Source: an optimization exercise on an open RTL-to-GDS flow (aim: small area, a short achievable clock period and few clock cycles). Production flows keep margins and buffers that such runs may drop. Only simulation tests tie the RTL to the original design; equivalence was not proved. Power is estimated from default activity; no workload was simulated.

==> indigo <==
==> flow/design.v (excerpt) <==
module cvu (
    input  wire        clk,
    input  wire        rst,           
    input  wire        req_valid,
    output wire        req_ready,
    input  wire        req_we,
    input  wire [5:0]  req_addr,      
    input  wire [31:0] req_wdata,
    output reg         rsp_valid,
    output reg  [31:0] rsp_rdata
);
export LEC_CHECK = 0
export CAP_MARGIN = 20
export CORE_MARGIN = 2
export CORE_UTILIZATION = 55
export SETUP_SLACK_MARGIN = 4
export SLEW_MARGIN = 20
create_clock -name core_clock -period 10.0 [get_ports {clk}]
run.sh (not shown) runs the stock make flow with config.mk's settings and CLKGATE_MAP_FILE= SYNTH_SCRIPT=/design/flow/synth_recipe.tcl, a recipe that flattens the netlist after the stock synthesis.
==> harbor: changes against indigo <==
--- a/flow/design.v
+++ b/flow/design.v
@@ -4,13 +4,13 @@
     input  wire        req_valid,
     output wire        req_ready,
     input  wire        req_we,
     input  wire [5:0]  req_addr,      
     input  wire [31:0] req_wdata,
     output reg         rsp_valid,
-    output reg  [31:0] rsp_rdata
+    output wire [31:0] rsp_rdata
 );
     localparam A_PG_ID     = 6'h00, A_PG_REV    = 6'h01;
     localparam A_PG_CTRL   = 6'h03, A_PG_STAT   = 6'h04, A_PG_EVRAW  = 6'h05;
     localparam A_PG_EVMASK = 6'h06, A_PG_EVOUT  = 6'h07, A_PG_EVSET  = 6'h08;
     localparam A_PG_FAULT  = 6'h0B, A_PG_LOCK   = 6'h0E;
     localparam A_CFG       = 6'h10, A_POLY_LO   = 6'h11, A_POLY_HI   = 6'h12;
@@ -58,23 +58,23 @@
     reg         have_prev;      
     reg  [7:0]  prev_alive;
     reg  [7:0]  cap_byte;       
     reg  [63:0] crc;            
     reg  [63:0] pal;            
     reg  [31:0] nu;             
-    reg  [4:0]  mu_cnt;         
+    reg  [3:0]  mu_cnt;         
     reg  [31:0] dbuf;           
     reg  [2:0]  dlen;           
     reg         dvalid;
     reg         end_pend;       
     reg         end2;           
     reg         e2_bad;         
     reg         e2_ok;          
     reg         kpend;          
     reg         kpend_srst;
-    wire mu_ready = mu_cnt[4] & mu_cnt[0];
+    wire mu_ready = mu_cnt[3] & mu_cnt[1] & mu_cnt[0];
     wire stall    = end_pend | kpend | (dvalid & ~mu_ready);
     assign req_ready = ~stall;
     localparam [31:0] CFG_MASK = 32'hFF13_137F;
     function [63:0] rev64(input [63:0] x);
         integer i;
         begin
@@ -87,26 +87,25 @@
     endfunction
     wire [63:0] sh_in  = end_pend ? crc : (pg_run ? rev64(init) : rev64(poly));
     wire [5:0]  sh_amt = (pg_run & cfg_refout) ? 6'd0 : sh_s;
     wire [63:0] sh_r   = sh_in >> sh_amt;
     wire        sh_rev = end_pend ? cfg_refout : (pg_run ? ~cfg_refout : 1'b1);
     wire [63:0] sh_out = sh_rev ? rev64(sh_r) : sh_r;
-    function mu_bit(input [31:0] v, input [63:0] p);
+    function mu_dot(input [31:0] v, input [63:0] p, input integer d0);
         integer d;
         reg acc;
         begin
             acc = 1'b0;
-            for (d = 1; d <= 31; d = d + 1)
-                acc = acc ^ (p[64 - d] & v[d - 1]);
-            mu_bit = acc;
+            for (d = d0; d <= 31; d = d + 1)
+                acc = acc ^ (p[64 - d] & v[d - d0]);
+            mu_dot = acc;
         end
     endfunction
-    wire        mu_a  = mu_bit(nu, pal);
-    wire [31:0] nu_a  = {nu[30:0], mu_a};
-    wire        mu_b  = mu_bit(nu_a, pal);
-    wire [31:0] nu_b  = {nu_a[30:0], mu_b};
+    wire mu_a = mu_dot(nu, pal, 1);
+    wire mu_b = (pal[63] & mu_a) ^ mu_dot(nu, pal, 2);
+    wire mu_c = (pal[63] & mu_b) ^ (pal[62] & mu_a) ^ mu_dot(nu, pal, 3);
     reg [31:0] eng_c;
     reg [31:0] eng_f;
     reg [63:0] eng_u;
     reg [63:0] eng_base;
     integer j, k, m;
     always @(*) begin
@@ -166,15 +165,13 @@
     wire alive_okc = (alive_code == AL_FIRST) || (alive_code == AL_OK);
     wire [63:0] end_result = sh_out ^ xorout;
     wire res_match = (result == expect_v);
     wire mismatch  = cfg_mode && (!res_match || e2_bad);
     wire alive_acc = e2_ok && (!cfg_mode || res_match);
     wire mism2     = end2 & mismatch;
-    wire [10:0] ev_eff       = ev_raw | {mism2, 8'd0};
-    wire        st_match_eff = end2 ? (cfg_mode & res_match) : st_match;
-    wire [15:0] cnt_mism_eff = mism2 ? sat_inc(cnt_mism) : cnt_mism;
+    wire [10:0] ev_eff       = (ev_raw & EV_IMPL) | {mism2, 8'd0};
     wire end_go    = end_pend & ~dvalid;
     reg [31:0] din_bits;
     integer b;
     always @(*) begin
         for (b = 0; b < 32; b = b + 1)
             din_bits[b] = cfg_refin ? req_wdata[b] : req_wdata[(b & ~7) + 7 - (b & 7)];
@@ -192,21 +189,23 @@
     wire [15:0] bytes_s4  = bytes_p4[16] ? 16'hFFFF : bytes_p4[15:0];
     wire [15:0] bytes_new = is_din1 ? bytes_s1 : is_din2 ? bytes_s2 : bytes_s4;
     wire [8:0]  cap_d     = {1'b0, cfg_apos} - {1'b0, st_bytes[7:0]};
     wire        cap_hit   = (st_bytes[15:8] == 8'd0) && !cap_d[8] && (cap_d[7:2] == 6'd0) &&
                             ({1'b0, cap_d[1:0]} < din_n);
     wire [7:0]  cap_val   = req_wdata[{cap_d[1:0], 3'b000} +: 8];
+    reg [5:0]  rd_addr;         
     reg [31:0] rdata;
+    assign rsp_rdata = rdata;
     always @(*) begin
-        case (req_addr)
+        case (rd_addr)
             A_PG_ID:     rdata = PG_ID_VAL;
             A_PG_REV:    rdata = PG_REV_VAL;
             A_PG_STAT:   rdata = {30'd0, pg_run, 1'b1};
-            A_PG_EVRAW:  rdata = {21'd0, ev_eff};
+            A_PG_EVRAW:  rdata = {21'd0, ev_raw};
             A_PG_EVMASK: rdata = {21'd0, ev_mask};
-            A_PG_EVOUT:  rdata = {21'd0, ev_eff & ev_mask};
+            A_PG_EVOUT:  rdata = {21'd0, ev_raw & ev_mask};
             A_PG_FAULT:  rdata = {30'd0, pg_fault, pg_fault};
             A_PG_LOCK:   rdata = {31'd0, pg_lock};
             A_CFG:       rdata = {cfg_apos, 3'd0, cfg_ahi, 2'd0, cfg_alive, 3'd0, cfg_mode,
                                   2'd0, cfg_refout, cfg_refin, 1'b0, cfg_width};
             A_POLY_LO:   rdata = poly[31:0];
             A_POLY_HI:   rdata = poly[63:32];
@@ -216,14 +215,14 @@
             A_XOR_HI:    rdata = xorout[63:32];
             A_ACFG:      rdata = {24'd0, maxgap};
             A_EXP_LO:    rdata = expect_v[31:0];
             A_EXP_HI:    rdata = expect_v[63:32];
             A_RES_LO:    rdata = result[31:0];
             A_RES_HI:    rdata = result[63:32];
-            A_STAT:      rdata = {st_bytes, st_aval, 3'd0, st_alive, st_match_eff, st_open};
-            A_CNT:       rdata = {cnt_mism_eff, cnt_frames};
+            A_STAT:      rdata = {st_bytes, st_aval, 3'd0, st_alive, st_match, st_open};
+            A_CNT:       rdata = {cnt_mism, cnt_frames};
             A_ACNT:      rdata = {cnt_skip, cnt_rep};
             default:     rdata = 32'd0;
         endcase
     end
     wire acc     = req_valid & ~stall;
     wire acc_wr  = acc & req_we;
@@ -259,22 +258,22 @@
             cnt_skip   <= 16'd0;
             have_prev  <= 1'b0;
             dvalid     <= 1'b0;
             end_pend   <= 1'b0;
             end2       <= 1'b0;
             kpend      <= 1'b0;
-            mu_cnt     <= 5'd0;
+            mu_cnt     <= 4'd0;
         end
     endtask
     always @(posedge clk) begin
         if (!pg_run)
             pal <= sh_out;
-        if (mu_cnt[4:1] == 4'd0)
-            nu <= {30'd0, 1'b1, pal[63]};
+        if (mu_cnt == 4'd0)
+            nu <= {30'd0, 1'b1, sh_out[63]};
         else if (!mu_ready)
-            nu <= nu_b;
+            nu <= {nu[28:0], mu_a, mu_b, mu_c};
         if (acc_wr && st_open && (req_addr == A_DIN1 || req_addr == A_DIN2 ||
                                   req_addr == A_DIN4)) begin
             dbuf <= din_al;
             dlen <= din_n;
             if (cap_hit)
                 cap_byte <= cap_val;
@@ -283,22 +282,22 @@
             crc <= sh_out;
         else if (dvalid && mu_ready)
             crc <= crc_next;
         if (end2 && alive_acc)
             prev_alive <= alive_v;
         if (acc_rd)
-            rsp_rdata <= rdata;
+            rd_addr <= req_addr;
     end
     always @(posedge clk) begin
         rsp_valid <= 1'b0;
         if (rst) begin
             clear_k;
             pg_lock <= 1'b0;
         end else begin
             if (!mu_ready)
-                mu_cnt <= mu_cnt + 5'd1;
+                mu_cnt <= mu_cnt + 4'd1;
             if (dvalid && mu_ready)
                 dvalid <= 1'b0;
             ev_raw <= ev_eff;
             end2   <= 1'b0;
             if (end2) begin
                 st_match <= cfg_mode && res_match;
@@ -379,21 +378,21 @@
                                     cfg_alive  <= req_wdata[17:16];
                                     cfg_mode   <= req_wdata[12];
                                     cfg_refout <= req_wdata[9];
                                     cfg_refin  <= req_wdata[8];
                                     cfg_width  <= req_wdata[6:0];
                                     sh_s       <= 6'd0 - req_wdata[5:0];
-                                    mu_cnt     <= 5'd0;
+                                    mu_cnt     <= 4'd0;
                                 end
                                 A_POLY_LO: begin
                                     poly[31:0] <= req_wdata;
-                                    mu_cnt     <= 5'd0;
+                                    mu_cnt     <= 4'd0;
                                 end
                                 A_POLY_HI: begin
                                     poly[63:32] <= req_wdata;
-                                    mu_cnt      <= 5'd0;
+                                    mu_cnt      <= 4'd0;
                                 end
                                 A_INIT_LO: init[31:0]    <= req_wdata;
                                 A_INIT_HI: init[63:32]   <= req_wdata;
                                 A_XOR_LO:  xorout[31:0]  <= req_wdata;
                                 A_XOR_HI:  xorout[63:32] <= req_wdata;
                                 default:   maxgap        <= req_wdata[7:0];
- CAP_MARGIN: 20 -> 35
- CORE_UTILIZATION: 55 -> 52
- SETUP_SLACK_MARGIN: 4 -> 5
- SLEW_MARGIN: 20 -> 30
==> yarrow: changes against indigo <==
--- a/flow/design.v
+++ b/flow/design.v
@@ -58,23 +58,23 @@
     reg         have_prev;      
     reg  [7:0]  prev_alive;
     reg  [7:0]  cap_byte;       
     reg  [63:0] crc;            
     reg  [63:0] pal;            
     reg  [31:0] nu;             
-    reg  [4:0]  mu_cnt;         
+    reg  [3:0]  mu_cnt;         
     reg  [31:0] dbuf;           
     reg  [2:0]  dlen;           
     reg         dvalid;
     reg         end_pend;       
     reg         end2;           
     reg         e2_bad;         
     reg         e2_ok;          
     reg         kpend;          
     reg         kpend_srst;
-    wire mu_ready = mu_cnt[4] & mu_cnt[0];
+    wire mu_ready = mu_cnt[3] & mu_cnt[1] & mu_cnt[0];
     wire stall    = end_pend | kpend | (dvalid & ~mu_ready);
     assign req_ready = ~stall;
     localparam [31:0] CFG_MASK = 32'hFF13_137F;
     function [63:0] rev64(input [63:0] x);
         integer i;
         begin
@@ -87,26 +87,25 @@
     endfunction
     wire [63:0] sh_in  = end_pend ? crc : (pg_run ? rev64(init) : rev64(poly));
     wire [5:0]  sh_amt = (pg_run & cfg_refout) ? 6'd0 : sh_s;
     wire [63:0] sh_r   = sh_in >> sh_amt;
     wire        sh_rev = end_pend ? cfg_refout : (pg_run ? ~cfg_refout : 1'b1);
     wire [63:0] sh_out = sh_rev ? rev64(sh_r) : sh_r;
-    function mu_bit(input [31:0] v, input [63:0] p);
+    function mu_dot(input [31:0] v, input [63:0] p, input integer d0);
         integer d;
         reg acc;
         begin
             acc = 1'b0;
-            for (d = 1; d <= 31; d = d + 1)
-                acc = acc ^ (p[64 - d] & v[d - 1]);
-            mu_bit = acc;
+            for (d = d0; d <= 31; d = d + 1)
+                acc = acc ^ (p[64 - d] & v[d - d0]);
+            mu_dot = acc;
         end
     endfunction
-    wire        mu_a  = mu_bit(nu, pal);
-    wire [31:0] nu_a  = {nu[30:0], mu_a};
-    wire        mu_b  = mu_bit(nu_a, pal);
-    wire [31:0] nu_b  = {nu_a[30:0], mu_b};
+    wire mu_a = mu_dot(nu, pal, 1);
+    wire mu_b = (pal[63] & mu_a) ^ mu_dot(nu, pal, 2);
+    wire mu_c = (pal[63] & mu_b) ^ (pal[62] & mu_a) ^ mu_dot(nu, pal, 3);
     reg [31:0] eng_c;
     reg [31:0] eng_f;
     reg [63:0] eng_u;
     reg [63:0] eng_base;
     integer j, k, m;
     always @(*) begin
@@ -259,22 +258,22 @@
             cnt_skip   <= 16'd0;
             have_prev  <= 1'b0;
             dvalid     <= 1'b0;
             end_pend   <= 1'b0;
             end2       <= 1'b0;
             kpend      <= 1'b0;
-            mu_cnt     <= 5'd0;
+            mu_cnt     <= 4'd0;
         end
     endtask
     always @(posedge clk) begin
         if (!pg_run)
             pal <= sh_out;
-        if (mu_cnt[4:1] == 4'd0)
-            nu <= {30'd0, 1'b1, pal[63]};
+        if (mu_cnt == 4'd0)
+            nu <= {30'd0, 1'b1, sh_out[63]};
         else if (!mu_ready)
-            nu <= nu_b;
+            nu <= {nu[28:0], mu_a, mu_b, mu_c};
         if (acc_wr && st_open && (req_addr == A_DIN1 || req_addr == A_DIN2 ||
                                   req_addr == A_DIN4)) begin
             dbuf <= din_al;
             dlen <= din_n;
             if (cap_hit)
                 cap_byte <= cap_val;
@@ -292,13 +291,13 @@
         rsp_valid <= 1'b0;
         if (rst) begin
             clear_k;
             pg_lock <= 1'b0;
         end else begin
             if (!mu_ready)
-                mu_cnt <= mu_cnt + 5'd1;
+                mu_cnt <= mu_cnt + 4'd1;
             if (dvalid && mu_ready)
                 dvalid <= 1'b0;
             ev_raw <= ev_eff;
             end2   <= 1'b0;
             if (end2) begin
                 st_match <= cfg_mode && res_match;
@@ -379,21 +378,21 @@
                                     cfg_alive  <= req_wdata[17:16];
                                     cfg_mode   <= req_wdata[12];
                                     cfg_refout <= req_wdata[9];
                                     cfg_refin  <= req_wdata[8];
                                     cfg_width  <= req_wdata[6:0];
                                     sh_s       <= 6'd0 - req_wdata[5:0];
-                                    mu_cnt     <= 5'd0;
+                                    mu_cnt     <= 4'd0;
                                 end
                                 A_POLY_LO: begin
                                     poly[31:0] <= req_wdata;
-                                    mu_cnt     <= 5'd0;
+                                    mu_cnt     <= 4'd0;
                                 end
                                 A_POLY_HI: begin
                                     poly[63:32] <= req_wdata;
-                                    mu_cnt      <= 5'd0;
+                                    mu_cnt      <= 4'd0;
                                 end
                                 A_INIT_LO: init[31:0]    <= req_wdata;
                                 A_INIT_HI: init[63:32]   <= req_wdata;
                                 A_XOR_LO:  xorout[31:0]  <= req_wdata;
                                 A_XOR_HI:  xorout[63:32] <= req_wdata;
                                 default:   maxgap        <= req_wdata[7:0];
- CAP_MARGIN: 20 -> 35
- SETUP_SLACK_MARGIN: 4 -> 5
- SLEW_MARGIN: 20 -> 30
==> xenon: changes against indigo <==
--- a/flow/design.v
+++ b/flow/design.v
@@ -4,13 +4,13 @@
     input  wire        req_valid,
     output wire        req_ready,
     input  wire        req_we,
     input  wire [5:0]  req_addr,      
     input  wire [31:0] req_wdata,
     output reg         rsp_valid,
-    output reg  [31:0] rsp_rdata
+    output wire [31:0] rsp_rdata
 );
     localparam A_PG_ID     = 6'h00, A_PG_REV    = 6'h01;
     localparam A_PG_CTRL   = 6'h03, A_PG_STAT   = 6'h04, A_PG_EVRAW  = 6'h05;
     localparam A_PG_EVMASK = 6'h06, A_PG_EVOUT  = 6'h07, A_PG_EVSET  = 6'h08;
     localparam A_PG_FAULT  = 6'h0B, A_PG_LOCK   = 6'h0E;
     localparam A_CFG       = 6'h10, A_POLY_LO   = 6'h11, A_POLY_HI   = 6'h12;
@@ -58,23 +58,23 @@
     reg         have_prev;      
     reg  [7:0]  prev_alive;
     reg  [7:0]  cap_byte;       
     reg  [63:0] crc;            
     reg  [63:0] pal;            
     reg  [31:0] nu;             
-    reg  [4:0]  mu_cnt;         
+    reg  [3:0]  mu_cnt;         
     reg  [31:0] dbuf;           
     reg  [2:0]  dlen;           
     reg         dvalid;
     reg         end_pend;       
     reg         end2;           
     reg         e2_bad;         
     reg         e2_ok;          
     reg         kpend;          
     reg         kpend_srst;
-    wire mu_ready = mu_cnt[4] & mu_cnt[0];
+    wire mu_ready = mu_cnt[3] & mu_cnt[1] & mu_cnt[0];
     wire stall    = end_pend | kpend | (dvalid & ~mu_ready);
     assign req_ready = ~stall;
     localparam [31:0] CFG_MASK = 32'hFF13_137F;
     function [63:0] rev64(input [63:0] x);
         integer i;
         begin
@@ -87,26 +87,25 @@
     endfunction
     wire [63:0] sh_in  = end_pend ? crc : (pg_run ? rev64(init) : rev64(poly));
     wire [5:0]  sh_amt = (pg_run & cfg_refout) ? 6'd0 : sh_s;
     wire [63:0] sh_r   = sh_in >> sh_amt;
     wire        sh_rev = end_pend ? cfg_refout : (pg_run ? ~cfg_refout : 1'b1);
     wire [63:0] sh_out = sh_rev ? rev64(sh_r) : sh_r;
-    function mu_bit(input [31:0] v, input [63:0] p);
+    function mu_dot(input [31:0] v, input [63:0] p, input integer d0);
         integer d;
         reg acc;
         begin
             acc = 1'b0;
-            for (d = 1; d <= 31; d = d + 1)
-                acc = acc ^ (p[64 - d] & v[d - 1]);
-            mu_bit = acc;
+            for (d = d0; d <= 31; d = d + 1)
+                acc = acc ^ (p[64 - d] & v[d - d0]);
+            mu_dot = acc;
         end
     endfunction
-    wire        mu_a  = mu_bit(nu, pal);
-    wire [31:0] nu_a  = {nu[30:0], mu_a};
-    wire        mu_b  = mu_bit(nu_a, pal);
-    wire [31:0] nu_b  = {nu_a[30:0], mu_b};
+    wire mu_a = mu_dot(nu, pal, 1);
+    wire mu_b = (pal[63] & mu_a) ^ mu_dot(nu, pal, 2);
+    wire mu_c = (pal[63] & mu_b) ^ (pal[62] & mu_a) ^ mu_dot(nu, pal, 3);
     reg [31:0] eng_c;
     reg [31:0] eng_f;
     reg [63:0] eng_u;
     reg [63:0] eng_base;
     integer j, k, m;
     always @(*) begin
@@ -166,15 +165,13 @@
     wire alive_okc = (alive_code == AL_FIRST) || (alive_code == AL_OK);
     wire [63:0] end_result = sh_out ^ xorout;
     wire res_match = (result == expect_v);
     wire mismatch  = cfg_mode && (!res_match || e2_bad);
     wire alive_acc = e2_ok && (!cfg_mode || res_match);
     wire mism2     = end2 & mismatch;
-    wire [10:0] ev_eff       = ev_raw | {mism2, 8'd0};
-    wire        st_match_eff = end2 ? (cfg_mode & res_match) : st_match;
-    wire [15:0] cnt_mism_eff = mism2 ? sat_inc(cnt_mism) : cnt_mism;
+    wire [10:0] ev_eff       = (ev_raw & EV_IMPL) | {mism2, 8'd0};
     wire end_go    = end_pend & ~dvalid;
     reg [31:0] din_bits;
     integer b;
     always @(*) begin
         for (b = 0; b < 32; b = b + 1)
             din_bits[b] = cfg_refin ? req_wdata[b] : req_wdata[(b & ~7) + 7 - (b & 7)];
@@ -192,21 +189,23 @@
     wire [15:0] bytes_s4  = bytes_p4[16] ? 16'hFFFF : bytes_p4[15:0];
     wire [15:0] bytes_new = is_din1 ? bytes_s1 : is_din2 ? bytes_s2 : bytes_s4;
     wire [8:0]  cap_d     = {1'b0, cfg_apos} - {1'b0, st_bytes[7:0]};
     wire        cap_hit   = (st_bytes[15:8] == 8'd0) && !cap_d[8] && (cap_d[7:2] == 6'd0) &&
                             ({1'b0, cap_d[1:0]} < din_n);
     wire [7:0]  cap_val   = req_wdata[{cap_d[1:0], 3'b000} +: 8];
+    reg [5:0]  rd_addr;         
     reg [31:0] rdata;
+    assign rsp_rdata = rdata;
     always @(*) begin
-        case (req_addr)
+        case (rd_addr)
             A_PG_ID:     rdata = PG_ID_VAL;
             A_PG_REV:    rdata = PG_REV_VAL;
             A_PG_STAT:   rdata = {30'd0, pg_run, 1'b1};
-            A_PG_EVRAW:  rdata = {21'd0, ev_eff};
+            A_PG_EVRAW:  rdata = {21'd0, ev_raw};
             A_PG_EVMASK: rdata = {21'd0, ev_mask};
-            A_PG_EVOUT:  rdata = {21'd0, ev_eff & ev_mask};
+            A_PG_EVOUT:  rdata = {21'd0, ev_raw & ev_mask};
             A_PG_FAULT:  rdata = {30'd0, pg_fault, pg_fault};
             A_PG_LOCK:   rdata = {31'd0, pg_lock};
             A_CFG:       rdata = {cfg_apos, 3'd0, cfg_ahi, 2'd0, cfg_alive, 3'd0, cfg_mode,
                                   2'd0, cfg_refout, cfg_refin, 1'b0, cfg_width};
             A_POLY_LO:   rdata = poly[31:0];
             A_POLY_HI:   rdata = poly[63:32];
@@ -216,14 +215,14 @@
             A_XOR_HI:    rdata = xorout[63:32];
             A_ACFG:      rdata = {24'd0, maxgap};
             A_EXP_LO:    rdata = expect_v[31:0];
             A_EXP_HI:    rdata = expect_v[63:32];
             A_RES_LO:    rdata = result[31:0];
             A_RES_HI:    rdata = result[63:32];
-            A_STAT:      rdata = {st_bytes, st_aval, 3'd0, st_alive, st_match_eff, st_open};
-            A_CNT:       rdata = {cnt_mism_eff, cnt_frames};
+            A_STAT:      rdata = {st_bytes, st_aval, 3'd0, st_alive, st_match, st_open};
+            A_CNT:       rdata = {cnt_mism, cnt_frames};
             A_ACNT:      rdata = {cnt_skip, cnt_rep};
             default:     rdata = 32'd0;
         endcase
     end
     wire acc     = req_valid & ~stall;
     wire acc_wr  = acc & req_we;
@@ -259,22 +258,22 @@
             cnt_skip   <= 16'd0;
             have_prev  <= 1'b0;
             dvalid     <= 1'b0;
             end_pend   <= 1'b0;
             end2       <= 1'b0;
             kpend      <= 1'b0;
-            mu_cnt     <= 5'd0;
+            mu_cnt     <= 4'd0;
         end
     endtask
     always @(posedge clk) begin
         if (!pg_run)
             pal <= sh_out;
-        if (mu_cnt[4:1] == 4'd0)
-            nu <= {30'd0, 1'b1, pal[63]};
+        if (mu_cnt == 4'd0)
+            nu <= {30'd0, 1'b1, sh_out[63]};
         else if (!mu_ready)
-            nu <= nu_b;
+            nu <= {nu[28:0], mu_a, mu_b, mu_c};
         if (acc_wr && st_open && (req_addr == A_DIN1 || req_addr == A_DIN2 ||
                                   req_addr == A_DIN4)) begin
             dbuf <= din_al;
             dlen <= din_n;
             if (cap_hit)
                 cap_byte <= cap_val;
@@ -283,22 +282,22 @@
             crc <= sh_out;
         else if (dvalid && mu_ready)
             crc <= crc_next;
         if (end2 && alive_acc)
             prev_alive <= alive_v;
         if (acc_rd)
-            rsp_rdata <= rdata;
+            rd_addr <= req_addr;
     end
     always @(posedge clk) begin
         rsp_valid <= 1'b0;
         if (rst) begin
             clear_k;
             pg_lock <= 1'b0;
         end else begin
             if (!mu_ready)
-                mu_cnt <= mu_cnt + 5'd1;
+                mu_cnt <= mu_cnt + 4'd1;
             if (dvalid && mu_ready)
                 dvalid <= 1'b0;
             ev_raw <= ev_eff;
             end2   <= 1'b0;
             if (end2) begin
                 st_match <= cfg_mode && res_match;
@@ -379,21 +378,21 @@
                                     cfg_alive  <= req_wdata[17:16];
                                     cfg_mode   <= req_wdata[12];
                                     cfg_refout <= req_wdata[9];
                                     cfg_refin  <= req_wdata[8];
                                     cfg_width  <= req_wdata[6:0];
                                     sh_s       <= 6'd0 - req_wdata[5:0];
-                                    mu_cnt     <= 5'd0;
+                                    mu_cnt     <= 4'd0;
                                 end
                                 A_POLY_LO: begin
                                     poly[31:0] <= req_wdata;
-                                    mu_cnt     <= 5'd0;
+                                    mu_cnt     <= 4'd0;
                                 end
                                 A_POLY_HI: begin
                                     poly[63:32] <= req_wdata;
-                                    mu_cnt      <= 5'd0;
+                                    mu_cnt      <= 4'd0;
                                 end
                                 A_INIT_LO: init[31:0]    <= req_wdata;
                                 A_INIT_HI: init[63:32]   <= req_wdata;
                                 A_XOR_LO:  xorout[31:0]  <= req_wdata;
                                 A_XOR_HI:  xorout[63:32] <= req_wdata;
                                 default:   maxgap        <= req_wdata[7:0];
- CAP_MARGIN: 20 -> 35
- SETUP_SLACK_MARGIN: 4 -> 5
- SLEW_MARGIN: 20 -> 30
==> comparison table <==
Switching component of the power: indigo 2.04 mW; xenon 4.58 mW; harbor 4.63 mW; yarrow 5.31 mW
Routed len/inst: indigo 35.0 µm; xenon 35.6 µm; harbor 35.2 µm; yarrow 36.5 µm
Cell depth of the worst flop-to-flop path: indigo 14; xenon 13; harbor 16; yarrow 16
Nonclk inv count: indigo 103; xenon 109; harbor 109; yarrow 90
Placed cell count: indigo 10600; xenon 10600; harbor 10700; yarrow 10600
Global-route track usage on met1: indigo 62.8%; xenon 70.3%; harbor 68.2%; yarrow 70.9%
Instance area at placement: indigo 0.0749 mm²; xenon 0.0740 mm²; harbor 0.0740 mm²; yarrow 0.0746 mm²
Largest net degree at the start of global routing: indigo 84; xenon 120; harbor 115; yarrow 83
Fraction of the mapped netlist area in adder cells: indigo 0.805%; xenon 0.869%; harbor 0.869%; yarrow 0.850%
End of the worst hold path: indigo nu[11]; xenon nu[27]; harbor result[51]; yarrow nu[14]
Reg-to-reg slack, setup: indigo 3.78 ns; xenon 4.95 ns; harbor 4.89 ns; yarrow 4.92 ns
P&R area growth vs syn: indigo 7.03%; xenon 13.5%; harbor 13.6%; yarrow 12.4%
Outcome: indigo complete, no violations; xenon complete, no violations; harbor complete, no violations; yarrow complete, no violations
Pleak: indigo 28.9 nW; xenon 30.4 nW; harbor 30.6 nW; yarrow 30.2 nW
First-pass DRT Iterations: indigo 10; xenon 13; harbor 10; yarrow 15
Clock Sinks: indigo 728; xenon 699; harbor 699; yarrow 727
Buf/Inv on CP: indigo 1; xenon 3; harbor 4; yarrow 3
Crit Reg-Reg Startpoint: indigo crc[56]; xenon pg_run; harbor dlen[2]; yarrow dlen[2]
First-iteration detailed-routing DRC count: indigo 14300; xenon 15400; harbor 14500; yarrow 16800
Testbench counts of indigo, summed over its fixed seeds: cycles 44,810.
Testbench counts of harbor, summed over its fixed seeds: cycles 44,382.
Testbench counts of yarrow, summed over its fixed seeds: cycles 44,382.
Testbench counts of xenon, summed over its fixed seeds: cycles 44,382.

static timing again, ports no longer ideal:
No port has a modelled driver above. Below, the same layouts with a new extraction and two added sets of constraints.
Step 1 sets driving cells, clkbuf_16 on the clock port and buf_2 on the other inputs (assumed; they add their load-dependent delay and slew).
Step 2 also shifts input and output timing later by t, the mid clock arrival at the registers, as if the neighbouring blocks saw the same clock.
Three values: ideal, step 1, step 2; two values: the first two.
run | shift t [ns] | slack for setup (ns) | hold slack, ns | latest minus earliest clock arrival (ns) | slew at the worst register clock pin (ns)
indigo | 0.827 | 3.784 / 3.784 / 3.465 | 0.437 / 0.437 / 0.437 | 0.060 / 0.061 | 0.08 / 0.08
harbor | 0.796 | 4.633 / 4.552 / 4.235 | 0.478 / 0.478 / 0.478 | 0.066 / 0.067 | 0.08 / 0.08
yarrow | 0.814 | 4.883 / 4.922 / 4.136 | 0.456 / 0.456 / 0.456 | 0.067 / 0.067 | 0.07 / 0.07
xenon | 0.798 | 4.477 / 4.388 / 4.310 | 0.464 / 0.464 / 0.464 | 0.072 / 0.072 | 0.07 / 0.07
After both steps setup and hold are still met in every run listed. The setup slack of yarrow, which loses most, moves by +0.039 ns with the drivers and by -0.747 ns with both steps.
